Context: an optimization exercise on an open-source flow, tuned for small area, a short achievable clock period and few clock cycles per item. The choices shown serve that exercise and are no tape-out recipe.
The RTL was checked by simulation tests, not by an equivalence proof against the original design.

### flow/design.v
module tot_mulr (
    input  wire         clk,
    input  wire         rst,
    input  wire         start,
    input  wire [127:0] opd,
    input  wire [63:0]  opf,
    input  wire [5:0]   mexp,
    input  wire [1:0]   rmode,
    output reg          busy,
    output reg          done,
    output reg          refused,
    output reg  [3:0]   cause,
    output reg  [127:0] res
);
    integer i;
    genvar  g;
    reg [123:0] a;         
    reg [63:0]  f;         
    reg [123:0] acc;       
    reg [3:0]   sgn;       
    reg [1:0]   rnd;
    reg [5:0]   cnt;       
    reg         sticky;    
    reg         alost;     
    reg         ovf;
    reg         rdef;      
    reg         rtie;      
    reg bad;
    always @* begin
        bad = (sgn[3:1] != 3'b110);
        for (i = 0; i < 31; i = i + 1)
            if (a[4*i+3] & (a[4*i+2] | a[4*i+1])) bad = 1'b1;
        for (i = 0; i < 16; i = i + 1)
            if (f[4*i+3] & (f[4*i+2] | f[4*i+1])) bad = 1'b1;
    end
    wire [3:0] d     = f[3:0];
    reg        pre;        
    reg        pre4;       
    reg        frac;       
    reg        frac_m4;    
    reg        frac_e4;    
    reg        intg;       
    reg        last_frac;  
    wire       f_end = (f[63:4] == 60'd0);
    wire       d_z   = (d == 4'd0);
    wire       frac4 = frac_m4 && f_end && d_z;       
    wire       last  = (intg || (last_frac && d_z)) && f_end;
    wire       dz = pre;                       
    wire       x1 = !dz && (d == 4'd3);
    wire       x4 = !dz && (d == 4'd8);
    wire       x5 = !dz && (d >= 4'd5) && (d != 4'd8);
    wire       y1 = !dz && ((d == 4'd1) || (d == 4'd6));
    wire       y2 = !dz && ((d == 4'd2) || (d == 4'd3) || (d == 4'd7));
    wire       y4 = !dz && ((d == 4'd4) || (d >= 4'd8));
    function [2:0] mod5(input [3:0] v);
        case (v)
            4'd5: mod5 = 3'd0;
            4'd6: mod5 = 3'd1;
            4'd7: mod5 = 3'd2;
            4'd8: mod5 = 3'd3;
            4'd9: mod5 = 3'd4;
            default: mod5 = v[2:0];
        endcase
    endfunction
    function ge5(input [3:0] v);
        ge5 = v[3] | (v[2] & (v[1] | v[0]));
    endfunction
    function [3:0] five(input lo_odd, input [3:0] below);
        case ({lo_odd, below[3:1]})
            4'b1000: five = 4'd5;
            4'b1001: five = 4'd6;
            4'b1010: five = 4'd7;
            4'b1011: five = 4'd8;
            4'b1100: five = 4'd9;
            default: five = {1'b0, below[3:1]};
        endcase
    endfunction
    function [4:0] add3(input [3:0] p, input [3:0] q, input [3:0] r);
        reg [3:0] s;
        reg [4:1] c;
        reg t1, t2, t3;
        begin
            s = p ^ q ^ r;
            c = (p & q) | (p & r) | (q & r);
            add3[0] = s[0];
            add3[1] = s[1] ^ c[1];
            t1      = s[1] & c[1];
            add3[2] = s[2] ^ c[2] ^ t1;
            t2      = (s[2] & c[2]) | (s[2] & t1) | (c[2] & t1);
            add3[3] = s[3] ^ c[3] ^ t2;
            t3      = (s[3] & c[3]) | (s[3] & t2) | (c[3] & t2);
            add3[4] = c[4] | t3;
        end
    endfunction
    function [3:0] dig(input [4:0] v, input c1, input c2);
        reg [4:0] w;
        begin
            case ({c2, c1})
                2'b01:   w = v + 5'd1;
                2'b11:   w = v + 5'd2;
                default: w = v;
            endcase
            if (w >= 5'd20)      dig = w[3:0] - 4'd4;
            else if (w >= 5'd10) dig = w[3:0] - 4'd10;
            else                 dig = w[3:0];
        end
    endfunction
    function [5:0] split10(input [4:0] v);       
        split10 = (v >= 5'd20) ? {2'd2, v[3:0] - 4'd4} :
                  (v >= 5'd10) ? {2'd1, v[3:0] - 4'd10} : {2'd0, v[3:0]};
    endfunction
    wire [3:0]  ad [0:33];    
    wire [3:0]  a2 [0:31];
    wire [3:0]  a4 [0:31];
    wire [1:0]  zc [0:31];    
    wire [4:0]  y  [0:31];    
    wire [31:0] gg;           
    wire [31:0] pp;           
    generate
        for (g = 0; g < 34; g = g + 1) begin : dig_a
            if (g < 2 || g > 32)
                assign ad[g] = 4'd0;
            else
                assign ad[g] = a[4*(g-2) +: 4];
        end
        for (g = 0; g < 32; g = g + 1) begin : mul
            wire [3:0] a5;
            wire [4:0] t;
            wire [5:0] cs;
            assign a2[g] = {mod5(ad[g+2]), ge5(ad[g+1])};
            if (g == 0)
                assign a4[g] = {mod5(a2[g]), 1'b0};
            else
                assign a4[g] = {mod5(a2[g]), ge5(a2[g-1])};
            assign a5 = five(ad[g+2][0], ad[g+1]);
            wire [3:0] xd = ({4{x1}} & ad[g+2]) | ({4{x4}} & a4[g]) | ({4{x5}} & a5);
            wire [3:0] yd = ({4{y1}} & ad[g+2]) | ({4{y2}} & a2[g]) | ({4{y4}} & a4[g]);
            wire [3:0] cd = (g < 31) ? acc[4*g +: 4] : 4'd0;
            assign t  = {1'b0, cd} + {1'b0, xd} + {1'b0, yd};
            assign cs = split10(t);
            assign zc[g] = cs[5:4];
            if (g == 0)
                assign y[g] = {1'b0, cs[3:0]};
            else
                assign y[g] = {1'b0, cs[3:0]} + {3'd0, zc[g-1]};
            assign gg[g] = (y[g] >= 5'd10);
            assign pp[g] = (y[g] == 5'd9);
        end
    endgenerate
    function rmode_up(input [1:0] m, input [3:0] r, input st, input odd);
        rmode_up = (m == 2'd0) ? ((r > 4'd5) || ((r == 4'd5) && (st || odd))) :
                   (m == 2'd1) ? (r >= 4'd5) : 1'b0;
    endfunction
    wire cin0 = rdef | (rtie & y[0][0]);
    wire rup  = last_frac & f_end & d_z & rmode_up(rnd, acc[3:0], sticky, acc[4]);
    wire [32:0]  cc;
    wire [127:0] sum;
    wire [31:0]  g0 = {gg[31:1], gg[0] | rup};    
    wire [7:0]   bg;
    wire [7:0]   bp;
    wire [8:0]   bc;
    wire [8:0]   lg [0:4];
    wire [8:0]   lp [0:4];
    assign lg[0] = {bg, cin0};
    assign lp[0] = {bp, 1'b0};
    generate
        for (g = 0; g < 8; g = g + 1) begin : blk
            assign bg[g] = g0[4*g+3] | (pp[4*g+3] & g0[4*g+2]) | (pp[4*g+3] & pp[4*g+2] & g0[4*g+1])
                         | (pp[4*g+3] & pp[4*g+2] & pp[4*g+1] & g0[4*g]);
            assign bp[g] = &pp[4*g +: 4];
        end
        for (g = 0; g < 4; g = g + 1) begin : lvl
            genvar h;
            for (h = 0; h < 9; h = h + 1) begin : node
                if (h >= (1 << g)) begin
                    assign lg[g+1][h] = lg[g][h] | (lp[g][h] & lg[g][h - (1 << g)]);
                    assign lp[g+1][h] = lp[g][h] & lp[g][h - (1 << g)];
                end else begin
                    assign lg[g+1][h] = lg[g][h];
                    assign lp[g+1][h] = lp[g][h];
                end
            end
        end
        for (g = 0; g < 9; g = g + 1) begin : bcar
            assign bc[g] = lg[4][g];
        end
        for (g = 0; g < 8; g = g + 1) begin : inblk
            assign cc[4*g]   = bc[g];
            assign cc[4*g+1] = g0[4*g] | (pp[4*g] & bc[g]);
            assign cc[4*g+2] = g0[4*g+1] | (pp[4*g+1] & g0[4*g]) | (pp[4*g+1] & pp[4*g] & bc[g]);
            assign cc[4*g+3] = g0[4*g+2] | (pp[4*g+2] & g0[4*g+1]) | (pp[4*g+2] & pp[4*g+1] & g0[4*g])
                             | (pp[4*g+2] & pp[4*g+1] & pp[4*g] & bc[g]);
        end
        for (g = 0; g < 32; g = g + 1) begin : digit
            wire [4:0] w = y[g] + {4'd0, cc[g]};
            assign sum[4*g +: 4] = (w >= 5'd10) ? (w[3:0] - 4'd10) : w[3:0];
        end
    endgenerate
    assign cc[32] = bc[8];
    wire [3:0]  rdig  = sum[3:0];
    wire        r_def = rmode_up(rnd, rdig, sticky, 1'b0);
    wire        r_tie = (rnd == 2'd0) && (rdig == 4'd5) && !sticky;
    wire [3:0]  rdig4 = acc[15:12];
    wire        st4   = sticky | (acc[11:0] != 12'd0);
    wire        r_def4 = rmode_up(rnd, rdig4, st4, 1'b0);
    wire        r_tie4 = (rnd == 2'd0) && (rdig4 == 4'd5) && !st4;
    wire [123:0] acc_in  = frac4 ? {16'd0, acc[123:16]} :
                           frac  ? sum[127:4] : sum[123:0];
    wire         ovf_now = frac ? cc[32]
                                : (cc[32] | (sum[127:124] != 4'd0) | (alost & !d_z));
    wire         ovf_fin = ovf | ovf_now;
    wire         zero    = (acc_in == 124'd0);
    reg [5:0] cnt_nx;
    always @* begin
        if (!busy)      cnt_nx = mexp;
        else if (pre4)  cnt_nx = cnt - 6'd4;
        else if (pre)   cnt_nx = cnt - 6'd1;
        else if (frac4) cnt_nx = cnt + 6'd4;
        else if (frac)  cnt_nx = cnt + 6'd1;
        else            cnt_nx = cnt;
    end
    always @(posedge clk) begin
        cnt       <= cnt_nx;
        pre       <= !cnt_nx[5] && (cnt_nx != 6'd0);
        pre4      <= !cnt_nx[5] && (cnt_nx[4:2] != 3'd0);
        frac      <= cnt_nx[5];
        frac_m4   <= cnt_nx[5] && ((cnt_nx[4:2] != 3'b111) || (cnt_nx[1:0] == 2'b00));
        frac_e4   <= (cnt_nx == 6'b111100);
        intg      <= (cnt_nx == 6'd0);
        last_frac <= (cnt_nx == 6'b111111);
        if (!busy) begin
            a      <= opd[127:4];
            f      <= opf;
            sgn    <= opd[3:0];
            rnd    <= rmode;
            acc    <= 124'd0;
            sticky <= 1'b0;
            alost  <= 1'b0;
            ovf    <= 1'b0;
            rdef   <= 1'b0;
            rtie   <= 1'b0;
        end else if (pre) begin
            if (pre4) begin
                a     <= {a[107:0], 16'd0};
                alost <= alost | (a[123:108] != 16'd0);
            end else begin
                a     <= {a[119:0], 4'd0};
                alost <= alost | (a[123:120] != 4'd0);
            end
        end else if (frac) begin
            acc <= acc_in;
            if (frac4) begin
                sticky <= sticky | (acc[15:0] != 16'd0);
                rdef   <= frac_e4 & r_def4;
                rtie   <= frac_e4 & r_tie4;
            end else begin
                f      <= {4'd0, f[63:4]};
                sticky <= sticky | (rdig != 4'd0);
                rdef   <= last_frac & r_def;
                rtie   <= last_frac & r_tie;
            end
        end else begin
            acc   <= acc_in;
            a     <= {a[119:0], 4'd0};
            alost <= alost | (a[123:120] != 4'd0);
            ovf   <= ovf_fin;
            f     <= {4'd0, f[63:4]};
            rdef  <= 1'b0;
            rtie  <= 1'b0;
        end
    end
    always @(posedge clk) begin
        if (rst) begin
            busy <= 1'b0;
            done <= 1'b0;
            res  <= 128'h0000_0000_0000_0000_0000_0000_0000_000C;
        end else begin
            done <= 1'b0;
            if (!busy) begin
                if (start)
                    busy <= 1'b1;
            end else if (bad) begin
                busy    <= 1'b0;
                done    <= 1'b1;
                refused <= 1'b1;
                cause   <= 4'd2;
            end else if (last) begin
                busy    <= 1'b0;
                done    <= 1'b1;
                refused <= ovf_fin;
                cause   <= ovf_fin ? 4'd4 : 4'd0;
                if (!ovf_fin)
                    res <= {acc_in, 3'b110, (sgn[0] && !zero)};
            end
        end
    end
endmodule
### flow/flow/run.sh
#!/bin/bash
# Own flow: the standard layout (standard.sh) with two changes:
#  - synthesis: Yosys's extract_fa/adder-cell mapping is skipped and ABC maps
#    for area (two rounds of choice computation and mapping with area
#    recovery); the synth wrapper (-nofsm -noshare, flatten, renames) is the
#    standard one;
#  - port buffers: every input and output still gets a buffer, but a buf_1
#    instead of the flow's default clkdlybuf4s50_1 delay cell.
# Floorplan, placement, CTS, routing and the constraints are the standard ones.
set -euo pipefail
W=$(pwd)
SCR="$FLOW_HOME/scripts"

# synthesis script: ORFS's synth.tcl without the adder step, area-oriented abc
python3 - "$SCR/synth.tcl" "$W/synth_custom.tcl" > "$W/flow_prep.log" 2>&1 <<'PY'
import sys
s = open(sys.argv[1]).read()
a = s.index("# Technology mapping of adders")
b = s.index("# Technology mapping of latches")
s = s[:a] + s[b:]
old = "  log_cmd abc {*}$abc_args"
assert old in s
script = ("+strash;&get,-n;&fraig,-x;&put;scorr;dc2;dretime;strash;&get,-n;&dch,-f;"
          "&nf,-R,300;&put;strash;&get,-n;&dch,-f;&nf,-R,300;&put")
s = s.replace(old, '  log_cmd abc -script {%s} {*}$lib_args {*}$lib_dont_use_args' % script)
open(sys.argv[2], "w").write(s)
PY

# the standard wrapper, sourcing the script above
sed "s#source \$::env(SCRIPTS_DIR)/synth.tcl#source $W/synth_custom.tcl#" \
    "$W/synth_recipe.tcl" > "$W/custom_synth.tcl"
grep -q "synth_custom.tcl" "$W/custom_synth.tcl"

# standard.sh with the synthesis script swapped and the port buffer cell set
sed -e "s#SYNTH_SCRIPT=[^ ]*#SYNTH_SCRIPT=$W/custom_synth.tcl#" \
    -e "s#CLKGATE_MAP_FILE= #CLKGATE_MAP_FILE= 'BUFFER_PORTS_ARGS=-buffer_cell sky130_fd_sc_hd__buf_1' #" \
    "$W/standard.sh" > "$W/custom_standard.sh"
grep -q "custom_synth.tcl" "$W/custom_standard.sh"
grep -q "BUFFER_PORTS_ARGS" "$W/custom_standard.sh"

bash "$W/custom_standard.sh" > "$W/flow_make.log" 2>&1
test -f "$W/out/final.def"
### flow/standard.sh
#!/bin/bash
# synth_recipe.tcl (not shown) runs the flow's synth.tcl, then flattens the netlist and writes it again
# the make line also repeats each setting of config.mk as NAME=value (left out here)
make -C /OpenROAD-flow-scripts/flow DESIGN_CONFIG=/design/flow/config.mk WORK_HOME=/design/flow/orfs CLKGATE_MAP_FILE= SYNTH_SCRIPT=/design/flow/synth_recipe.tcl "${@:-finish}"
### flow/config.mk
export PLATFORM = sky130hd
export DESIGN_NAME = tot_mulr
export DESIGN_NICKNAME = tot_mulr
export VERILOG_FILES = /design/flow/design.v
export SDC_FILE = /design/flow/constraint.sdc
export NUM_CORES = 4
export LEC_CHECK = 0
export CAP_MARGIN = 20
export CORE_MARGIN = 2
export CORE_UTILIZATION = 40
export SLEW_MARGIN = 20
### flow/constraint.sdc
create_clock -name core_clock -period 90.0 [get_ports {clk}]
set_input_delay 18.0000 -clock core_clock [delete_from_list [all_inputs] [get_ports {clk}]]
set_output_delay 18.0000 -clock core_clock [all_outputs]
set_load 0.01 [all_outputs]
==> results_dict.tcl, run 1 <==
set metrics [dict create \
    outcome "no timing/DRC/antenna violations" \
    postSynthAreaPerCell_um2 7.11 \
    cts_root_buffer "clkbuf_16" \
    critPathMaxStageDelay_ns 0.84 \
    design_area_um2 46700 \
    fmax_ghz 0.0479 \
    setup_viol 0 \
    arrival_ns 21.48 \
    tightestPinTransition_ns 1.23 \
    die_w_um 324 \
    path_clk_slew_ns 0.07 \
    crit_fanout 72 \
    hold_path.class "flop to flop" \
    layout_worst_path_cycle_share_pct 23.2 \
    worst_ep_required_time_ns 90.61 \
    syn_area_um2 41100 \
    maxSlewViolCount 0 \
    fin_nets 6444 \
    syn_to_final_growth_pct 13.8 \
    dieHeight_um 324 \
    cts_tree "built" \
    synth_area_leaders "edfxtp_1, dfxtp_1, a21oi_1, xnor2_1, o21ai_0" \
    die-area_um2 105000 \
    core_um2 102000 \
    cts_buffers 58 \
    routed_wl_um 165000 \
    fp-row-count 117 \
    clock-sinks 465 \
    startpoint_type "flop" \
    synth_seq_cells 465 \
    final-hold-violation-count 0 \
    crit_top_cell "and2_0" \
    drc_errors 0 \
    io_buffers 332 \
    finClkSkew_ns 0.0313 \
    ios 338 \
    post-dp-hpwl_um 124000 \
    final_core_util_pct 45.9 \
    cp_slowest_cell "o41ai_1" \
    clk_latency_ns 0.69 \
    place.gp.congestion 0.944 \
    antenna_found_initial 3 \
    grt_max_degree 204 \
    wl_per_cell_um 21.6 \
    grt_setup_unrepaired "false" \
    finalCriticalPeriod_ns 20.87 \
    hold_buffers 0 \
    drtIter0Drc 4774 \
    grt_first_pass_wirelength_um 249000 \
    clockBufferDepth 3 \
    crit_type "flop to flop" \
    maxCapViolations 0 \
    cts_resized 0 \
    drive_above_1_share_pct 3.26 \
    whs_ns 0.447 \
    post_cts_buffers 0 \
    grt_pass1_vias 41451 \
    vias 45266 \
    final_antenna_net_count 0 \
    vias_per_cell 5.91 \
    gr-total-overflow 0 \
    finalSetupTns_ns 0 \
    synth_ff_type "dfxtp_1" \
    drt-pass1-iter-count 6 \
    yosysWarnings 1 \
    yosys.area.top_type "edfxtp_1" \
    htreeDepth 2 \
    max_slew_margin_pct 16.9 \
    end_kind "flop" \
    ys_types 63 \
    synth_top_area_share_pct 14.4 \
    track_usage_pct 30.0 \
    postSynthCellCount 5772 \
    yosysSeqAreaShare_pct 27.5 \
    synth_edf_count 197 \
    place_area_um2 44700 \
    async_reset_ff_share_pct 0 \
    initial_utilization_pct 40.4 \
]
## cell usage in the layout, fill, tap and decap left out, types with 44 or more instances in the layout
| master | Yosys | final |
|---|---|---|
| nor3_1 | 59 | 57 |
| clkbuf_16 | 0 | 61 |
| o22ai_1 | 63 | 63 |
| clkinv_1 | 282 | 282 |
| edfxtp_1 | 197 | 197 |
| nor2b_1 | 97 | 96 |
| nor2_1 | 661 | 658 |
| nand2b_1 | 97 | 97 |
| o221ai_1 | 48 | 48 |
| maj3_1 | 53 | 53 |
| buf_1 | 0 | 331 |
| nand3_1 | 72 | 71 |
| mux2_1 | 60 | 60 |
| a221oi_1 | 44 | 44 |
| buf_4 | 5 | 76 |
| nand2_1 | 887 | 883 |
| o21ai_0 | 689 | 687 |
| xnor2_1 | 441 | 441 |
| a22oi_1 | 140 | 140 |
| xor2_1 | 198 | 198 |
| dfxtp_1 | 268 | 266 |
| a21oi_1 | 836 | 836 |
| a22o_1 | 45 | 45 |
## logic make-up (layout without fill, tap and decap cells)
family / after synthesis / count (layout) / synth area share, %
mux: 79 / 79 / 2.11
buf+inv: 287 / 802 / 2.67
fa+ha+maj: 53 / 53 / 1.29
flops: 465 / 465 / 27.5
xor+xnor: 640 / 640 / 13.7
compound gates: 2160 / 2160 / 30.7
other cells: 2 / 6 / 0.0183
simple gates: 2086 / 2086 / 22.1
## path summary, 6_finish.rpt
path             from        to  slack, ns  depth (start not counted)
max              a[4]   res[45]      69.13                         86
min          res[114]  res[114]       0.45                          2
max reg2reg      a[4]   res[45]      69.13                         86
min reg2reg  res[114]  res[114]       0.45                          2
## cell usage after synthesis (all sizes together), types with 25 or more instances
library cell,n
a211oi,25
mux2,60
edfxtp,197
a31oi,42
o22ai,63
a22o,45
nor3,59
a21o,31
nand3,72
xor2,198
or2,38
a221oi,44
clkinv,282
nor4,45
o21a,39
o32ai,25
nor2b,97
o21ai,689
a21oi,836
and2,43
nor2,661
maj3,53
xnor2,441
nand2b,97
dfxtp,268
a22oi,140
nand2,887
o221ai,48
## routing by layer
| layer | vias up | GRT usage, % | share of wire [%] |
|---|---|---|---|
| li1 | 21777 | - | - |
| met1 | 21161 | 40.5 | 43 |
| met2 | 1976 | 47.7 | 44 |
| met3 | 350 | 4.29 | 8.2 |
| met4 | 2 | 13.2 | 4.7 |
| met5 | - | 0 | 0.0079 |
## stage by stage
| stage | worst slack [ns] | instances |
|---|---|---|
| finish | 69.13 | 7659 |
| detailed placement | 69.58 | 7548 |
| CTS | 69.53 | 7657 |
| floorplan | 59.38 | 5775 |
| global route | 67.03 | 7658 |
| global placement | 70.11 | 7548 |
## registers in the layout, indices dropped and copies added (netlist names)
signal     flops
a            124
acc          124
alost          1
busy           1
cause          2
cnt            6
done           1
f             64
frac_e4        1
frac_m4        1
intg           1
last_frac      1
ovf            1
pre            1
pre4           1
rdef           1
refused        1
res          125
rnd            2
rtie           1
sgn            4
sticky         1
## worst max-delay path: cells and delay by family (launching register included)
family	cells	cell delay (ns)
flops	1	0.57
buf+inv	10	2.10
mux	1	0.20
fa+ha+maj	2	0.81
compound gates	26	7.24
simple gates	43	8.89
xor+xnor	4	0.84
## cell type report
cell class                 count  area, um2
fill                       10506      55000
sequential                   465      11300
antenna                        1       2.50
inverter                     282       1060
clock buffer                  76       1640
multi-input combinational   5023      28800
tap                         1368       1710
timing repair buffer         411       1870
clock inverter                33        332
Testbench counts, summed over its fixed seeds: cycles 38,874, items 3,200.
==> run 2, diff against run 1 <==
--- a/flow/design.v
+++ b/flow/design.v
@@ -48,8 +48,7 @@
     wire       dz = pre;                       
-    wire       x1 = !dz && (d == 4'd3);
-    wire       x4 = !dz && (d == 4'd8);
-    wire       x5 = !dz && (d >= 4'd5) && (d != 4'd8);
-    wire       y1 = !dz && ((d == 4'd1) || (d == 4'd6));
-    wire       y2 = !dz && ((d == 4'd2) || (d == 4'd3) || (d == 4'd7));
-    wire       y4 = !dz && ((d == 4'd4) || (d >= 4'd8));
+    wire       x5  = !dz && (d >= 4'd3) && (d <= 4'd7);
+    wire       x10 = !dz && (d >= 4'd8);
+    wire       y1  = !dz && ((d == 4'd1) || (d == 4'd4) || (d == 4'd6) || (d == 4'd9));
+    wire       y2  = !dz && ((d == 4'd2) || (d == 4'd3) || (d == 4'd7) || (d == 4'd8));
+    wire       yn  = !dz && ((d == 4'd3) || (d == 4'd4) || (d >= 4'd8));
     function [2:0] mod5(input [3:0] v);
@@ -113,3 +112,2 @@
     wire [3:0]  a2 [0:31];
-    wire [3:0]  a4 [0:31];
     wire [1:0]  zc [0:31];    
@@ -130,11 +128,11 @@
             assign a2[g] = {mod5(ad[g+2]), ge5(ad[g+1])};
+            assign a5 = five(ad[g+2][0], ad[g+1]);
+            wire [3:0] xd = ({4{x5}} & a5) | ({4{x10}} & ad[g+1]);
+            wire [3:0] ym = ({4{y1}} & ad[g+2]) | ({4{y2}} & a2[g]);
+            wire [3:0] yd = yn ? {~(ym[3] | ym[2] | ym[1]), ym[2] ^ ym[1], ym[1], ~ym[0]} : ym;
+            wire [3:0] cd = (g < 31) ? acc[4*g +: 4] : 4'd0;
             if (g == 0)
-                assign a4[g] = {mod5(a2[g]), 1'b0};
+                assign t = {1'b0, cd} + {1'b0, xd} + {1'b0, yd} + {4'd0, yn};
             else
-                assign a4[g] = {mod5(a2[g]), ge5(a2[g-1])};
-            assign a5 = five(ad[g+2][0], ad[g+1]);
-            wire [3:0] xd = ({4{x1}} & ad[g+2]) | ({4{x4}} & a4[g]) | ({4{x5}} & a5);
-            wire [3:0] yd = ({4{y1}} & ad[g+2]) | ({4{y2}} & a2[g]) | ({4{y4}} & a4[g]);
-            wire [3:0] cd = (g < 31) ? acc[4*g +: 4] : 4'd0;
-            assign t  = {1'b0, cd} + {1'b0, xd} + {1'b0, yd};
+                assign t = {1'b0, cd} + {1'b0, xd} + {1'b0, yd};
             assign cs = split10(t);
@@ -209,3 +207,3 @@
     wire         ovf_now = frac ? cc[32]
-                                : (cc[32] | (sum[127:124] != 4'd0) | (alost & !d_z));
+                                : ((cc[32] & !yn) | (sum[127:124] != 4'd0) | (alost & !d_z));
     wire         ovf_fin = ovf | ovf_now;
==> run 2 against run 1 <==
  * Area after synthesis down 4.5%
  * Routed wire length down 6.8%
  * Fmax up 7.0%
  * Register-to-register slack better by 2.9 ns
  * Clock-buffer cell count down 2
  * First-iteration DRC count down 1.7%
  * Via count down 7.8%
==> results_dict.tcl, run 2 <==
set metrics [dict create \
    fin_nets 6024 \
    min-delay-start "res[74]" \
    post-dp-hpwl_um 115000 \
    layout_worst_path_cycle_share_pct 21.7 \
    clk_latency_ns 0.71 \
    whs_ns 0.447 \
    top_register "res" \
    hold_buffers 0 \
    hold_path.class "flop to flop" \
    final_common_cell "nand2_1" \
    synth_top_area_share_pct 15.1 \
    drive_above_1_share_pct 3.07 \
    arrival_ns 1.51 \
    track_usage_pct 30.0 \
    gr-total-overflow 0 \
    antenna_found_initial 5 \
    crit_family "flip-flops" \
    yosysMostFrequentCell "nand2_1" \
    crit_chain "buf_1" \
    grt_first_pass_wirelength_um 233000 \
    fmax_ghz 0.0512 \
    place_inst 7037 \
    cp_slowest_cell "dfxtp_4" \
    place_area_um2 42600 \
    initial_utilization_pct 40.5 \
    grt_max_degree 88 \
    finalSetupTns_ns 0 \
    drtIter0Drc 4691 \
    io_buffers 332 \
    grt_pass1_vias 37750 \
    maxSlewViolCount 0 \
    critPathMaxStageDelay_ns 0.59 \
    maxCapViolations 0 \
    ys_types 63 \
    design_area_um2 44700 \
    vias 41724 \
    synth_edf_count 197 \
    startpoint_type "flop" \
    fin_ws_ns 70.49 \
    dieHeight_um 317 \
    cts_buffers 58 \
    fp-row-count 114 \
    dp_slack_ns 70.23 \
    crit_type "flop to output pin" \
    crit_fanout 28 \
    stdcell_count 7148 \
    clock-sinks 465 \
    wl_per_cell_um 21.6 \
    setup_viol 0 \
    worst_ep_required_time_ns 72.00 \
    htreeDepth 2 \
    final_core_util_pct 46.1 \
    grt_setup_unrepaired "false" \
    cts_root_buffer "clkbuf_16" \
    postSynthAreaPerCell_um2 7.29 \
    yosys.area.top_type "edfxtp_1" \
    finalCriticalPeriod_ns 19.51 \
    max_slew_margin_pct 26.3 \
    nFillCells 9971 \
    syn_area_um2 39200 \
    layout_common_cells "nand2_1, a21oi_1, nor2_1" \
    final_antenna_net_count 0 \
    ios 338 \
    yosys-top-cells-count "nand2_1, a21oi_1, nor2_1, o21ai_0, xnor2_1" \
    reg_top3 "res: 125 flops, a: 124 flops, acc: 124 flops" \
    end_kind "output pin" \
    synth_seq_cells 465 \
    synth_ff_type "dfxtp_1" \
    tightestPinTransition_ns 1.09 \
    drt-pass1-iter-count 6 \
    cts_tree "built" \
    clockBufferDepth 3 \
    crit_start "busy" \
    core_um2 96900 \
    yosysWarnings 1 \
    path_clk_slew_ns 0.06 \
    crit_buf_inv 1 \
    finClkSkew_ns 0.0479 \
    outcome "no timing/DRC/antenna violations" \
    die-area_um2 101000 \
    vias_per_cell 5.84 \
    drc_errors 0 \
    synth_area_leaders "edfxtp_1, dfxtp_1, xnor2_1, a21oi_1, nand2_1" \
    die_w_um 317 \
    cts_resized 0 \
    yosysSeqAreaShare_pct 28.8 \
    postSynthCellCount 5374 \
    post_cts_buffers 0 \
    syn_to_final_growth_pct 14.0 \
    final-hold-violation-count 0 \
    routed_wl_um 154000 \
    place.gp.congestion 0.941 \
    async_reset_ff_share_pct 0 \
    r2r_start "pre" \
    largest_register_ffs 125 \
]
[run 2: final timing paths]
path	endpoint	slack, ns	cells after the start
max	busy	70.49	1
min	res[74]	0.45	2
max reg2reg	res[82]	71.98	65
min reg2reg	res[74]	0.45	2
[run 2: kinds of logic after synthesis]
group / share of synthesized area, %
XOR/XNOR: 16.3
flip-flops: 28.8
other: 0.0192
multiplexers: 2.32
buffers and inverters: 1.70
AND/OR/NAND/NOR: 22.7
AO/OA/AOI/OAI: 26.3
adder cells (fa/ha/maj): 1.86
[run 2: area by class of cell]
| class | count | area [um2] | area share (%) |
|---|---|---|---|
| well taps | 1276 | 1600 | 3.57 |
| repair buffers | 389 | 1690 | 3.79 |
| multi-input cells | 4739 | 27400 | 61.3 |
| inverters | 168 | 636 | 1.42 |
| clock buffers | 74 | 1620 | 3.62 |
| clock inverters | 35 | 468 | 1.05 |
| flip-flops and latches | 465 | 11300 | 25.3 |
| diodes | 2 | 5.00 | 0.0112 |
[run 2: layer usage]
metal,vias to the layer above,wire length [um],track usage (%)
li1,20021,-,-
met1,19647,67100,42.0
met2,1802,68400,47.2
met3,250,13200,4.22
met4,4,5430,10.7
met5,-,25,0
Testbench counts of run 2, summed over its fixed seeds: cycles 38,874, items 3,200.
==> run 3, diff against run 2 <==
--- a/flow/config.mk
+++ b/flow/config.mk
@@ -10,2 +10,4 @@
 export CORE_UTILIZATION = 40
+export CTS_CLUSTER_DIAMETER = 100
+export CTS_CLUSTER_SIZE = 20
 export SLEW_MARGIN = 20
==> run 3 against run 2 <==
  * Highest routed layer unchanged
  * Sequential share of layout area is 0.49 points higher
  * Clock skew decreased by 0.0068 ns
  * Still clean on timing, DRC and antenna
  * Non-clock buffer count unchanged
  * Synthesized cell count unchanged
  * Worst hold slack improved by 0.0041 ns
  * Area after synthesis unchanged
  * Cell count is 0.60% lower
  * Worst setup slack improved by 0.052 ns
  * First-iteration DRC count down 0.98%
==> results_dict.tcl, run 3 <==
set metrics [dict create \
    arrival_ns 1.46 \
    worst_ep_required_time_ns 72.00 \
    top_register "res" \
    place.gp.congestion 0.941 \
    drc_errors 0 \
    synth_edf_count 197 \
    postSynthCellCount 5374 \
    hold_buffers 0 \
    cp_slowest_cell "dfxtp_4" \
    maxSlewViolCount 0 \
    fp-row-count 114 \
    fmax_ghz 0.0514 \
    stdcell_count 7105 \
    final-hold-violation-count 0 \
    outcome "no timing/DRC/antenna violations" \
    grt_max_degree 88 \
    nFillCells 10040 \
    hold_path.class "flop to flop" \
    ys_types 63 \
    post_cts_buffers 0 \
    core_um2 96900 \
    yosysSeqAreaShare_pct 28.8 \
    initial_utilization_pct 40.5 \
    htreeDepth 2 \
    async_reset_ff_share_pct 0 \
    wl_per_cell_um 21.6 \
    finClkSkew_ns 0.0411 \
    max_slew_margin_pct 23.2 \
    dp_slack_ns 70.23 \
    maxCapViolations 0 \
    routed_wl_um 154000 \
    die_w_um 317 \
    crit_type "flop to output pin" \
    tightestPinTransition_ns 1.14 \
    drive_above_1_share_pct 2.44 \
    synth_area_leaders "edfxtp_1, dfxtp_1, xnor2_1, a21oi_1, nand2_1" \
    gr-total-overflow 0 \
    drtIter0Drc 4645 \
    grt_pass1_vias 37555 \
    finalSetupTns_ns 0 \
    crit_fanout 28 \
    vias_per_cell 5.84 \
    yosys.area.top_type "edfxtp_1" \
    whs_ns 0.451 \
    cts_tree "built" \
    clock-sinks 465 \
    final_antenna_net_count 0 \
    cts_resized 0 \
    ios 338 \
    largest_register_ffs 125 \
    io_buffers 332 \
    synth_seq_cells 465 \
    vias 41506 \
    cts_buffers 36 \
    grt_first_pass_wirelength_um 232000 \
    post-dp-hpwl_um 115000 \
    syn_area_um2 39200 \
    synth_ff_type "dfxtp_1" \
    crit_buf_inv 1 \
    antenna_found_initial 5 \
    startpoint_type "flop" \
    final_common_cell "nand2_1" \
    rr_worst_depth 60 \
    syn_to_final_growth_pct 11.8 \
    finalCriticalPeriod_ns 19.46 \
    yosysMostFrequentCell "nand2_1" \
    layout_common_cells "nand2_1, a21oi_1, nor2_1" \
    crit_chain "buf_1" \
    dieHeight_um 317 \
    reg_top3 "res: 125 flops, a: 124 flops, acc: 124 flops" \
    postSynthAreaPerCell_um2 7.29 \
    clockBufferDepth 3 \
    whs_path_depth 2 \
    layout_worst_path_cycle_share_pct 21.6 \
    crit_family "flip-flops" \
    yosysWarnings 1 \
    drt-pass1-iter-count 6 \
    end_kind "output pin" \
    clk_latency_ns 0.66 \
    path_clk_slew_ns 0.09 \
    critPathMaxStageDelay_ns 0.59 \
    fin_ws_ns 70.54 \
    grt_setup_unrepaired "false" \
    fin_nets 6002 \
    yosys-top-cells-count "nand2_1, a21oi_1, nor2_1, o21ai_0, xnor2_1" \
    cts_root_buffer "clkbuf_16" \
    track_usage_pct 29.9 \
    place_inst 7037 \
    die-area_um2 101000 \
    setup_viol 0 \
    synth_top_area_share_pct 15.1 \
    cp.depth 1 \
]
[run 3: final timing paths]
| path | startpoint | end | slack [ns] |
|---|---|---|---|
| max | busy | busy | 70.54 |
| min | res[105] | res[105] | 0.45 |
| max reg2reg | pre | res[0] | 71.93 |
| min reg2reg | res[105] | res[105] | 0.45 |
[run 3: final cells by class]
class	count	area [um2]	share of cell area [%]
clock inverter	20	250	0.571
tap	1276	1600	3.64
clock buffer	45	975	2.22
multi-input combinational	4739	27400	62.5
inverter	168	636	1.45
sequential	465	11300	25.8
timing repair buffer	389	1690	3.86
antenna	3	7.51	0.0171
[run 3: per-stage QoR]
step | cell area, um2 | util [%]
detailed placement | 42600 | 44.0
finish | 43800 | 45.2
floorplan | 39200 | -
global route | 43800 | 45.2
global placement | 42600 | 44.0
CTS | 43800 | 45.2
[run 3: logic make-up after synthesis]
family / Yosys count / synth area share [%]
AO/OA/AOI/OAI: 1803 / 26.3
XOR/XNOR: 729 / 16.3
adder cells (fa/ha/maj): 73 / 1.86
buffers and inverters: 173 / 1.70
flip-flops: 465 / 28.8
multiplexers: 83 / 2.32
other: 2 / 0.0192
AND/OR/NAND/NOR: 2046 / 22.7
[run 3: worst min-delay path, stage by stage (launching register included)]
cell and delay [ns]:
dfxtp_1 0.32, nand2_1 0.05, a21oi_1 0.05
[run 3: routing by layer]
layer	up-vias	GRT usage, %	wire, um
li1	19959	-	-
met3	265	4.15	13000
met2	1799	47.0	67800
met4	4	10.8	5750
met1	19479	41.8	67200
met5	-	0	25
==> run 4, diff against run 3 <==
--- a/flow/config.mk
+++ b/flow/config.mk
@@ -10,4 +10,4 @@
 export CORE_UTILIZATION = 40
-export CTS_CLUSTER_DIAMETER = 100
-export CTS_CLUSTER_SIZE = 20
+export CTS_CLUSTER_DIAMETER = 120
+export CTS_CLUSTER_SIZE = 25
 export SLEW_MARGIN = 20
==> run 4 against run 3 <==
  * Still clean
  * Cell count decreased by 0.27%
  * Routed wire length is 0.58% lower
  * Synthesized cell count unchanged
  * Via count fell by 0.26%
  * Sequential share of layout area grew 0.22 points
  * Critical path type unchanged
==> results_dict.tcl, run 4 <==
set metrics [dict create \
    outcome "no timing/DRC/antenna violations" \
    yosys.area.top_type "edfxtp_1" \
    place_area_um2 42600 \
    synth_ff_type "dfxtp_1" \
    nFillCells 10081 \
    critPathMaxStageDelay_ns 0.60 \
    final_antenna_net_count 0 \
    syn_to_final_growth_pct 10.9 \
    crit_chain "buf_1" \
    place.gp.congestion 0.941 \
    fmax_ghz 0.0514 \
    post-dp-hpwl_um 115000 \
    antenna_found_initial 3 \
    vias 41400 \
    dieHeight_um 317 \
    dp_slack_ns 70.23 \
    synth_area_leaders "edfxtp_1, dfxtp_1, xnor2_1, a21oi_1, nand2_1" \
    die-area_um2 101000 \
    synth_top_area_share_pct 15.1 \
    core_um2 96900 \
    grt_setup_unrepaired "false" \
    clockBufferDepth 3 \
    wl_per_cell_um 21.6 \
    synth_compound_area_share_pct 26.3 \
    largest_register_ffs 125 \
    synth_edf_count 197 \
    setup_viol 0 \
    ys_types 63 \
    crit_type "flop to output pin" \
    cts_resized 0 \
    yosysMostFrequentCell "nand2_1" \
    drtIter0Drc 4474 \
    cts_tree "built" \
    yosysWarnings 1 \
    clock-sinks 465 \
    layout_worst_path_cycle_share_pct 21.6 \
    fp-row-count 114 \
    maxSlewViolCount 0 \
    crit_fanout 28 \
    top_register "res" \
    drive_above_1_share_pct 2.12 \
    io_buffers 332 \
    finClkSkew_ns 0.0512 \
    post_cts_buffers 0 \
    end_kind "output pin" \
    reg_top3 "res: 125 flops, a: 124 flops, acc: 124 flops" \
    finalSetupTns_ns 0 \
    tightestPinTransition_ns 1.05 \
    gr-total-overflow 0 \
    async_reset_ff_share_pct 0 \
    final_core_util_pct 44.9 \
    grt_pass1_vias 37321 \
    synth_xor_xnor_area_share_pct 16.3 \
    syn_area_um2 39200 \
    routed_wl_um 153000 \
    postSynthCellCount 5374 \
    vias_per_cell 5.84 \
    grt_first_pass_wirelength_um 231000 \
    hold_buffers 0 \
    yosysSeqAreaShare_pct 28.8 \
    post_synth_fa_ha_maj_area_fraction_pct 1.86 \
    stdcell_count 7086 \
    htreeDepth 1 \
    path_clk_slew_ns 0.11 \
    fin_ws_ns 70.56 \
    ios 338 \
    crit_family "flip-flops" \
    initial_utilization_pct 40.5 \
    synth_top_family_by_area "compound AO/OA/AOI/OAI gates" \
    drc_errors 0 \
    crit_buf_inv 1 \
    postSynthAreaPerCell_um2 7.29 \
    yosys-top-cells-count "nand2_1, a21oi_1, nor2_1, o21ai_0, xnor2_1" \
    arrival_ns 1.44 \
    cts_buffers 26 \
    fin_nets 5992 \
    die_w_um 317 \
    place_inst 7037 \
    maxCapViolations 0 \
    worst_ep_required_time_ns 72.00 \
    max_slew_margin_pct 29.4 \
    track_usage_pct 29.6 \
    synth_simple_gate_area_share_pct 22.7 \
    grt_max_degree 88 \
    clk_latency_ns 0.67 \
    drt-pass1-iter-count 6 \
    synthMuxAreaShare_pct 2.32 \
    startpoint_type "flop" \
    cp_slowest_cell "dfxtp_4" \
    synth_seq_cells 465 \
    layout_common_cells "nand2_1, a21oi_1, nor2_1" \
    hold_path.class "flop to flop" \
    final-hold-violation-count 0 \
    cts_root_buffer "clkbuf_16" \
    design_area_um2 43500 \
    final_common_cell "nand2_1" \
    finalCriticalPeriod_ns 19.44 \
]
[run 4: layout make-up]
class	count	area [um2]	area share, %
repair buffers	389	1690	3.89
diodes	2	5.00	0.0115
clock inverters	13	161	0.371
clock buffers	34	701	1.61
multi-input cells	4739	27400	63.0
well taps	1276	1600	3.67
flip-flops and latches	465	11300	26.0
inverters	168	636	1.46
[run 4: worst paths after layout]
path                               start        to  slack, ns  depth (start not counted)
worst max-delay path                busy      busy      70.56                          1
worst min register to register  res[105]  res[105]       0.45                          2
worst max register to register       pre   res[25]      71.98                         65
worst min-delay path            res[105]  res[105]       0.45                          2
[run 4: cell families (layout without fill, tap and decap cells)]
group,count (synthesis),after routing
AOI/OAI and AO/OA,1803,1803
other,2,7
buffers and inverters,173,604
adders and majority gates,73,73
muxes,83,83
and+or+nand+nor,2046,2046
xor gates and xnor gates,729,729
DFF,465,465
[run 4: layer usage]
| layer | global-route usage [%] | vias up | share of wire, % |
|---|---|---|---|
| met5 | 0 | - | 0.0085 |
| met4 | 9.41 | 2 | 3.6 |
| met3 | 3.61 | 245 | 8.4 |
| met2 | 46.7 | 1791 | 44 |
| met1 | 42.0 | 19448 | 44 |
| li1 | - | 19914 | - |
[run 4: worst min-delay path, cell delays in order (launching register included)]
cell and delay (ns):
dfxtp_1 0.32, nand2_1 0.05, a21oi_1 0.05
[run 4: per-stage QoR]
stage	hold slack (ns)
after detailed placement	0.444
after global placement	0.438
after floorplan	0.440
after global routing	0.471
after CTS	0.458
final	0.453
==> run 5, diff against run 4 <==
--- a/flow/design.v
+++ b/flow/design.v
@@ -27,2 +27,3 @@
     reg         rtie;      
+    reg         idle;      
     reg bad;
@@ -212,3 +213,3 @@
     always @* begin
-        if (!busy)      cnt_nx = mexp;
+        if (idle)       cnt_nx = mexp;
         else if (pre4)  cnt_nx = cnt - 6'd4;
@@ -228,3 +229,3 @@
         last_frac <= (cnt_nx == 6'b111111);
-        if (!busy) begin
+        if (idle) begin
             a      <= opd[127:4];
@@ -272,2 +273,3 @@
             busy <= 1'b0;
+            idle <= 1'b1;
             done <= 1'b0;
@@ -276,7 +278,10 @@
             done <= 1'b0;
-            if (!busy) begin
-                if (start)
+            if (idle) begin
+                if (start) begin
                     busy <= 1'b1;
+                    idle <= 1'b0;
+                end
             end else if (bad) begin
                 busy    <= 1'b0;
+                idle    <= 1'b1;
                 done    <= 1'b1;
@@ -286,2 +291,3 @@
                 busy    <= 1'b0;
+                idle    <= 1'b1;
                 done    <= 1'b1;
--- a/flow/config.mk
+++ b/flow/config.mk
@@ -10,4 +10,2 @@
 export CORE_UTILIZATION = 40
-export CTS_CLUSTER_DIAMETER = 120
-export CTS_CLUSTER_SIZE = 25
 export SLEW_MARGIN = 20
==> run 5 against run 4 <==
  * Register-to-register slack improved by 1.5 ns
  * Sequential share of layout area decreased by 1.0 points
  * Flip-flop and latch count increased by 1
  * Clock-buffer cell count increased by 48
  * Largest cell class unchanged
==> results_dict.tcl, run 5 <==
set metrics [dict create \
    critPathMaxStageDelay_ns 0.46 \
    path_clk_slew_ns 0.06 \
    grt_first_pass_wirelength_um 225000 \
    ys_types 69 \
    drtIter0Drc 3722 \
    final_common_cell "nand2_1" \
    worst_ep_required_time_ns 72.00 \
    stdcell_count 7040 \
    top_register "res" \
    antenna_found_initial 9 \
    dp_slack_ns 70.02 \
    fin_ws_ns 70.68 \
    outcome "no timing/DRC/antenna violations" \
    place_area_um2 43400 \
    synth_area_leaders "edfxtp_1, dfxtp_1, xnor2_1, nand2_1, xor2_1" \
    finalCriticalPeriod_ns 19.32 \
    cp_slowest_cell "dfxtp_1" \
    yosysWarnings 1 \
    crit_start "res[24]" \
    crit_chain "buf_1" \
    syn_to_final_growth_pct 13.4 \
    crit_buf_inv 1 \
    cts_root_buffer "clkbuf_16" \
    place_inst 6926 \
    dieHeight_um 320 \
    wl_per_cell_um 21.4 \
    crit_fanout 2 \
    whs_path_depth 1 \
    clockBufferDepth 3 \
    maxSlewViolCount 0 \
    startpoint_type "flop" \
    yosys.area.top_type "edfxtp_1" \
    postSynthAreaPerCell_um2 7.61 \
    crit_family "flip-flops" \
    grt_setup_unrepaired "false" \
    max_slew_margin_pct 13.8 \
    place.gp.congestion 0.938 \
    layout_worst_path_cycle_share_pct 21.5 \
    synth_edf_count 197 \
    r2r_start "pre" \
    synth_ff_type "dfxtp_1" \
    yosysMostFrequentCell "nand2_1" \
    htreeDepth 2 \
    io_buffers 332 \
    gr-total-overflow 0 \
    rr_worst_depth 66 \
    post_cts_buffers 0 \
    arrival_ns 1.32 \
    routed_wl_um 150000 \
    postSynthCellCount 5256 \
    yosysSeqAreaShare_pct 28.3 \
    grt_pass1_vias 36611 \
    clock-sinks 466 \
    synth_top_area_share_pct 14.8 \
    drive_above_1_share_pct 3.04 \
    ios 338 \
    cts_tree "built" \
    drc_errors 0 \
    hold_path.class "flop to flop" \
    largest_register_ffs 125 \
    fmax_ghz 0.0517 \
    cts_resized 0 \
    track_usage_pct 28.4 \
    drt-pass1-iter-count 6 \
    post-dp-hpwl_um 114000 \
    end_kind "output pin" \
    finClkSkew_ns 0.0481 \
    final-hold-violation-count 0 \
    synth_seq_cells 466 \
    grt_max_degree 184 \
    hold_buffers 0 \
    cts_buffers 58 \
    final_core_util_pct 45.9 \
    finalSetupTns_ns 0 \
    layout_common_cells "nand2_1, nor2_1, o21ai_0" \
    syn_area_um2 40000 \
    initial_utilization_pct 40.5 \
    vias 40721 \
    clk_latency_ns 0.69 \
    tightestPinTransition_ns 1.29 \
    final_antenna_net_count 0 \
    die-area_um2 102000 \
    setup_viol 0 \
    vias_per_cell 5.78 \
    yosys-top-cells-count "nand2_1, nor2_1, o21ai_0, xnor2_1, a21oi_1" \
    maxCapViolations 0 \
    design_area_um2 45300 \
    fin_nets 5903 \
    min-delay-start "res[89]" \
    crit_type "flop to output pin" \
    core_um2 98700 \
    cp.depth 1 \
    reg_top3 "res: 125 flops, a: 124 flops, acc: 124 flops" \
    die_w_um 320 \
    fp-row-count 115 \
    async_reset_ff_share_pct 0 \
]
run 5: cells by family (layout without fill, tap and decap cells):
group	Yosys count	count (layout)	share of synthesized area, %
xor+xnor	724	724	16.0
other cells	2	10	0.0188
buf+inv	193	682	1.86
fa+ha+maj	67	67	1.68
simple gates	2026	2026	22.5
flops	466	466	28.3
compound gates	1533	1533	23.3
mux	245	245	6.34
run 5: final timing paths:
path | to | slack [ns]
setup / recovery | res[24] | 70.68
hold / removal | res[89] | 0.47
setup reg to reg | res[0] | 73.53
hold reg to reg | res[89] | 0.47
run 5: cell type report:
| cell class | count | area [um2] |
|---|---|---|
| fillers | 10046 | 53400 |
| diodes | 5 | 12.5 |
| multi-input cells | 4600 | 28100 |
| clock inverters | 26 | 298 |
| inverters | 188 | 711 |
| flip-flops and latches | 466 | 11300 |
| well taps | 1287 | 1610 |
| repair buffers | 386 | 1670 |
| clock buffers | 82 | 1660 |
run 5: through the flow:
step,hold WS (ns)
2_1_floorplan,0.437
3_3_place_gp,0.452
3_5_place_dp,0.456
4_1_cts,0.468
5_1_grt,0.488
6_report,0.466
run 5: metal layers:
| layer | wire length (um) | up-vias | global-route usage (%) |
|---|---|---|---|
| li1 | - | 19809 | - |
| met1 | 65500 | 19025 | 38.8 |
| met2 | 65500 | 1608 | 43.7 |
| met3 | 12600 | 275 | 5.18 |
| met4 | 6640 | 4 | 12.1 |
| met5 | 27 | - | 0 |
Testbench counts of run 5, summed over its fixed seeds: cycles 38,874, items 3,200.
==> run 6, diff against run 5 <==
--- a/flow/config.mk
+++ b/flow/config.mk
@@ -10,2 +10,4 @@
 export CORE_UTILIZATION = 40
+export CTS_CLUSTER_DIAMETER = 100
+export CTS_CLUSTER_SIZE = 20
 export SLEW_MARGIN = 20
==> run 6 against run 5 <==
  * Largest cell class unchanged
  * Global-route usage decreased by 0.12 points
  * Non-clock buffer count did not move
  * Clock skew up 0.0035 ns
  * Highest routed layer is now met4
  * Cell count fell by 0.65%
  * Still clean
  * Synthesized cell count unchanged
  * Register-to-register slack got worse by 0.04 ns
  * Final area decreased by 1.8%
  * Clock-buffer cell count fell by 34
  * Die area stayed put
  * Critical endpoint unchanged
  * Flip-flop and latch count unchanged
==> results_dict.tcl, run 6 <==
set metrics [dict create \
    die-area_um2 102000 \
    hold_path.class "flop to flop" \
    crit_fanout 2 \
    vias_per_cell 5.82 \
    final_antenna_net_count 0 \
    dieHeight_um 320 \
    grt_first_pass_wirelength_um 224000 \
    io_buffers 332 \
    routed_wl_um 150000 \
    max_slew_margin_pct 14.6 \
    postSynthAreaPerCell_um2 7.61 \
    cts_buffers 34 \
    synth_compound_area_share_pct 23.3 \
    track_usage_pct 28.3 \
    async_reset_ff_share_pct 0 \
    cts_resized 0 \
    post_synth_fa_ha_maj_area_fraction_pct 1.68 \
    synth_top_family_by_area "compound AO/OA/AOI/OAI gates" \
    setup_viol 0 \
    synth_area_leaders "edfxtp_1, dfxtp_1, xnor2_1, nand2_1, xor2_1" \
    ys_types 69 \
    clock-sinks 466 \
    synth_simple_gate_area_share_pct 22.5 \
    synthMuxAreaShare_pct 6.34 \
    design_area_um2 44500 \
    initial_utilization_pct 40.5 \
    die_w_um 320 \
    crit_chain "buf_1" \
    layout_common_cells "nand2_1, nor2_1, o21ai_0" \
    maxSlewViolCount 0 \
    outcome "no timing/DRC/antenna violations" \
    drc_errors 0 \
    synth_top_area_share_pct 14.8 \
    post_cts_buffers 0 \
    arrival_ns 1.28 \
    fin_nets 5879 \
    synth_xor_xnor_area_share_pct 16.0 \
    yosys.area.top_type "edfxtp_1" \
    synth_edf_count 197 \
    drive_above_1_share_pct 2.25 \
    cts_tree "built" \
    cp_slowest_cell "dfxtp_1" \
    final_common_cell "nand2_1" \
    drt-pass1-iter-count 6 \
    nFillCells 10113 \
    path_clk_slew_ns 0.09 \
    tightestPinTransition_ns 1.28 \
    fmax_ghz 0.0519 \
    grt_pass1_vias 36327 \
    place.gp.congestion 0.938 \
    wl_per_cell_um 21.5 \
    reg_top3 "res: 125 flops, a: 124 flops, acc: 124 flops" \
    yosysWarnings 1 \
    worst_ep_required_time_ns 72.00 \
    yosysSeqAreaShare_pct 28.3 \
    synth_seq_cells 466 \
    vias 40693 \
    post-dp-hpwl_um 114000 \
    gr-total-overflow 0 \
    finClkSkew_ns 0.0516 \
    critPathMaxStageDelay_ns 0.46 \
    core_um2 98700 \
    crit_family "flip-flops" \
    grt_max_degree 184 \
    end_kind "output pin" \
    yosys-top-cells-count "nand2_1, nor2_1, o21ai_0, xnor2_1, a21oi_1" \
    ios 338 \
    syn_area_um2 40000 \
    clockBufferDepth 3 \
    place_area_um2 43400 \
    synth_ff_type "dfxtp_1" \
    top_register "res" \
    postSynthCellCount 5256 \
    antenna_found_initial 8 \
    fp-row-count 115 \
    hold_buffers 0 \
    crit_type "flop to output pin" \
    layout_worst_path_cycle_share_pct 21.4 \
    cts_root_buffer "clkbuf_16" \
    finalCriticalPeriod_ns 19.28 \
    yosysMostFrequentCell "nand2_1" \
    grt_setup_unrepaired "false" \
    clk_latency_ns 0.64 \
    finalSetupTns_ns 0 \
    crit_buf_inv 1 \
    startpoint_type "flop" \
    drtIter0Drc 3790 \
    final-hold-violation-count 0 \
    maxCapViolations 0 \
    htreeDepth 2 \
    syn_to_final_growth_pct 11.4 \
    largest_register_ffs 125 \
]
-- run 6: area by class of cell --
| type | instances | area, um2 | area share, % |
|---|---|---|---|
| antenna | 7 | 17.5 | 0.0393 |
| clock inverter | 12 | 161 | 0.362 |
| timing repair buffer | 386 | 1670 | 3.75 |
| tap | 1287 | 1610 | 3.62 |
| clock buffer | 48 | 987 | 2.22 |
| multi-input combinational | 4600 | 28100 | 63.0 |
| sequential | 466 | 11300 | 25.4 |
| inverter | 188 | 711 | 1.60 |
-- run 6: kinds of logic (layout without fill, tap and decap cells) --
group	count (synthesis)	in the layout
adder cells (fa/ha/maj)	67	67
multiplexers	245	245
buffers and inverters	193	634
AO/OA/AOI/OAI	1533	1533
other	2	12
flip-flops	466	466
AND/OR/NAND/NOR	2026	2026
XOR/XNOR	724	724
-- run 6: worst paths after layout --
| kind | from | end | slack, ns | depth (start not counted) |
|---|---|---|---|---|
| setup reg to reg | pre | res[0] | 73.49 | 66 |
| hold reg to reg | res[89] | res[89] | 0.47 | 1 |
| setup / recovery | res[24] | res[24] | 70.72 | 1 |
| hold / removal | res[89] | res[89] | 0.47 | 1 |
-- run 6: layer usage --
metal,GRT usage [%],vias to the layer above,wire [um]
met5,0,-,0
met4,11.3,0,6050
met3,4.53,236,13000
met2,43.8,1705,65900
met1,39.1,19016,65200
li1,-,19736,-
-- run 6: through the flow --
step	utilization [%]	setup WS, ns	hold slack [ns]	std cells
after floorplan	-	65.90	0.437	5259
after global placement	43.9	70.06	0.452	6926
after detailed placement	43.9	70.02	0.456	6926
after CTS	45.1	70.71	0.473	6986
after global routing	45.1	70.58	0.494	6993
final	45.1	70.72	0.471	6994
==> run 7, diff against run 6 <==
--- a/flow/flow/run.sh
+++ b/flow/flow/run.sh
@@ -3,5 +3,4 @@
 #  - synthesis: Yosys's extract_fa/adder-cell mapping is skipped and ABC maps
-#    for area (two rounds of choice computation and mapping with area
-#    recovery); the synth wrapper (-nofsm -noshare, flatten, renames) is the
-#    standard one;
+#    with its default script (the synth wrapper with -nofsm -noshare, flatten
+#    and renames is the standard one);
 #  - port buffers: every input and output still gets a buffer, but a buf_1
@@ -13,3 +12,3 @@
 
-# synthesis script: ORFS's synth.tcl without the adder step, area-oriented abc
+# synthesis script: ORFS's synth.tcl without the adder step, plain abc
 python3 - "$SCR/synth.tcl" "$W/synth_custom.tcl" > "$W/flow_prep.log" 2>&1 <<'PY'
@@ -22,5 +21,3 @@
 assert old in s
-script = ("+strash;&get,-n;&fraig,-x;&put;scorr;dc2;dretime;strash;&get,-n;&dch,-f;"
-          "&nf,-R,300;&put;strash;&get,-n;&dch,-f;&nf,-R,300;&put")
-s = s.replace(old, '  log_cmd abc -script {%s} {*}$lib_args {*}$lib_dont_use_args' % script)
+s = s.replace(old, "  log_cmd abc {*}$lib_args {*}$lib_dont_use_args")
 open(sys.argv[2], "w").write(s)
--- a/flow/config.mk
+++ b/flow/config.mk
@@ -10,4 +10,2 @@
 export CORE_UTILIZATION = 40
-export CTS_CLUSTER_DIAMETER = 100
-export CTS_CLUSTER_SIZE = 20
 export SLEW_MARGIN = 20
==> run 7 against run 6 <==
  * Flip-flop and latch count is the same
  * First-iteration DRC count grew 12%
  * Synthesized cell count shrank 3.1%
  * Highest routed layer unchanged
==> results_dict.tcl, run 7 <==
set metrics [dict create \
    crit_start "res[41]" \
    clock-sinks 466 \
    dieHeight_um 323 \
    die_w_um 323 \
    hold_path.class "flop to flop" \
    crit_family "flip-flops" \
    cts_root_buffer "clkbuf_16" \
    final_antenna_net_count 0 \
    die-area_um2 104000 \
    initial_utilization_pct 40.5 \
    yosys-top-cells-count "nand2_1, o21ai_0, nor2_1, xnor2_1, a21oi_1" \
    grt_max_degree 131 \
    worst_ep_required_time_ns 72.00 \
    clk_latency_ns 0.69 \
    arrival_ns 1.37 \
    r2r_start "f[3]" \
    cp.depth 1 \
    final_core_util_pct 46.1 \
    grt_setup_unrepaired "false" \
    stdcell_count 6963 \
    largest_register_ffs 125 \
    clockBufferDepth 3 \
    synth_top_family_by_area "compound AO/OA/AOI/OAI gates" \
    final_common_cell "nand2_1" \
    crit_end "res[41]" \
    hold_buffers 0 \
    gr-total-overflow 0 \
    async_reset_ff_share_pct 0 \
    cp_slowest_cell "dfxtp_1" \
    outcome "no timing/DRC/antenna violations" \
    syn_area_um2 40700 \
    yosysMostFrequentCell "nand2_1" \
    whs_ns 0.451 \
    max_slew_margin_pct 15.9 \
    multiInputGateArea_um2 28800 \
    yosysSeqAreaShare_pct 27.8 \
    rr_worst_depth 39 \
    track_usage_pct 29.0 \
    synth_area_leaders "edfxtp_1, dfxtp_1, xnor2_1, o21ai_0, nand2_1" \
    synth_top_area_share_pct 14.5 \
    vias 41352 \
    synth_edf_count 197 \
    ios 338 \
    yosys.area.top_type "edfxtp_1" \
    reg_top3 "res: 125 flops, a: 124 flops, acc: 124 flops" \
    startpoint_type "flop" \
    nFillCells 10254 \
    post_cts_buffers 0 \
    maxSlewViolCount 0 \
    htreeDepth 2 \
    synth_simple_gate_area_share_pct 20.2 \
    final-hold-violation-count 0 \
    post_synth_fa_ha_maj_area_fraction_pct 2.98 \
    io_buffers 332 \
    fmax_ghz 0.0516 \
    grt_first_pass_wirelength_um 232000 \
    layout_worst_path_cycle_share_pct 21.5 \
    yosysWarnings 1 \
    synth_compound_area_share_pct 25.1 \
    drive_above_1_share_pct 3.41 \
    top_register "res" \
    fp-row-count 116 \
    r2r-end "res[0]" \
    core_um2 100000 \
    postSynthAreaPerCell_um2 7.99 \
    syn_to_final_growth_pct 13.8 \
    vias_per_cell 5.94 \
    end_kind "output pin" \
    maxCapViolations 0 \
    drt-pass1-iter-count 8 \
    finalSetupTns_ns 0 \
    wl_per_cell_um 22.5 \
    finalCriticalPeriod_ns 19.37 \
    crit_type "flop to output pin" \
    synth_seq_cells 466 \
    ys_types 78 \
    cts_buffers 57 \
    drtIter0Drc 4227 \
    grt_pass1_vias 37649 \
    cts_tree "built" \
    crit_buf_inv 1 \
    synthMuxAreaShare_pct 5.54 \
    finClkSkew_ns 0.0337 \
    post-dp-hpwl_um 117000 \
    synth_xor_xnor_area_share_pct 16.8 \
    regArea_um2 11300 \
    crit_fanout 2 \
    place_inst 6852 \
    critPathMaxStageDelay_ns 0.51 \
    cts_resized 0 \
    postSynthCellCount 5094 \
    setup_viol 0 \
    place.gp.congestion 0.955 \
    crit_chain "buf_1" \
    routed_wl_um 156000 \
    regToRegSetupSlack_ns 74.38 \
    drc_errors 0 \
    tightestPinTransition_ns 1.25 \
    path_clk_slew_ns 0.06 \
    synth_ff_type "dfxtp_1" \
    fin_nets 5758 \
    layout_common_cells "nand2_1, nor2_1, o21ai_0" \
    antenna_found_initial 4 \
]
run 7: cell types whose count changed after synthesis, sizes merged, moves of 20 or more:
cell,previous run,this run
nor2,665,509
xnor2,410,463
a21oi,388,339
maj3,67,121
nand2b,111,75
o21a,49,87
mux2i,178,153
nand2,758,638
nor3,80,112
xor2,310,256
clkinv,188,163
nor3b,14,34
o21ai,537,512
run 7: worst min-delay path by stage:
stage | start | cells past startpoint | end
floorplan | sticky | 2 | sticky
global placement | res[4] | 2 | res[4]
detailed placement | res[4] | 2 | res[4]
CTS | res[4] | 2 | res[4]
global route | res[60] | 2 | res[60]
finish | res[4] | 2 | res[4]
run 7: routing by layer:
metal / up-vias / track usage (%) / routed length, um
li1: 19737 / - / -
met1: 19470 / 39.5 / 67300
met2: 1807 / 45.7 / 68900
met3: 338 / 4.09 / 12800
met4: 0 / 12.7 / 7360
met5: - / 0 / 0
run 7: stage by stage:
step,worst slack (ns),area (um2)
2_1_floorplan,65.58,40700
3_3_place_gp,70.01,44300
3_5_place_dp,69.99,44300
4_1_cts,70.60,46300
5_1_grt,70.64,46300
6_report,70.63,46300
run 7: cell type report:
class / count / area share [%]
Clock inverter: 31 / 0.870
Inverter: 163 / 1.33
Timing Repair Buffer: 404 / 3.89
Antenna cell: 4 / 0.0216
Multi-Input combinational cell: 4463 / 62.3
Sequential cell: 466 / 24.4
Clock buffer: 75 / 3.48
Tap cell: 1357 / 3.67
run 7: logic make-up (layout without fill, tap and decap cells):
group | Yosys count | count (layout)
xor+xnor | 742 | 742
other cells | 2 | 9
simple gates | 1771 | 1771
flops | 466 | 466
compound gates | 1607 | 1607
buf+inv | 168 | 673
mux | 217 | 217
fa+ha+maj | 121 | 121

==> what the ideal ports hide <==
How much do the figures lean on ideal ports? The routed layouts below were timed once more, with nothing changed but the port constraints.
Step 1 assumes that a clkbuf_16 drives the clock port and a buf_2 every other input.
Step 2 also shifts input and output timing later by t, the mid clock arrival at the registers, as if the neighbouring blocks saw the same clock.
Slacks: ideal / step 1 / step 2; pairs: ideal / step 1.
run | t (ns) | setup slack, ns | hold slack, ns
run 1 | 0.749 | 69.126 / 69.126 / 69.126 | 0.447 / 0.447 / 0.447
run 2 | 0.766 | 70.488 / 70.410 / 70.263 | 0.447 / 0.447 / 0.447
run 3 | 0.714 | 70.539 / 70.463 / 70.250 | 0.451 / 0.451 / 0.451
run 4 | 0.713 | 70.561 / 70.489 / 70.273 | 0.453 / 0.453 / 0.453
run 5 | 0.740 | 70.675 / 70.602 / 70.080 | 0.466 / 0.466 / 0.466
run 6 | 0.693 | 70.721 / 70.647 / 70.107 | 0.471 / 0.471 / 0.471
run 7 | 0.740 | 70.628 / 70.557 / 70.020 | 0.451 / 0.451 / 0.451
After both steps setup and hold are still met in every run listed. For run 6, which loses most, drivers alone change the setup slack by -0.074 ns; drivers and shift together by -0.614 ns.
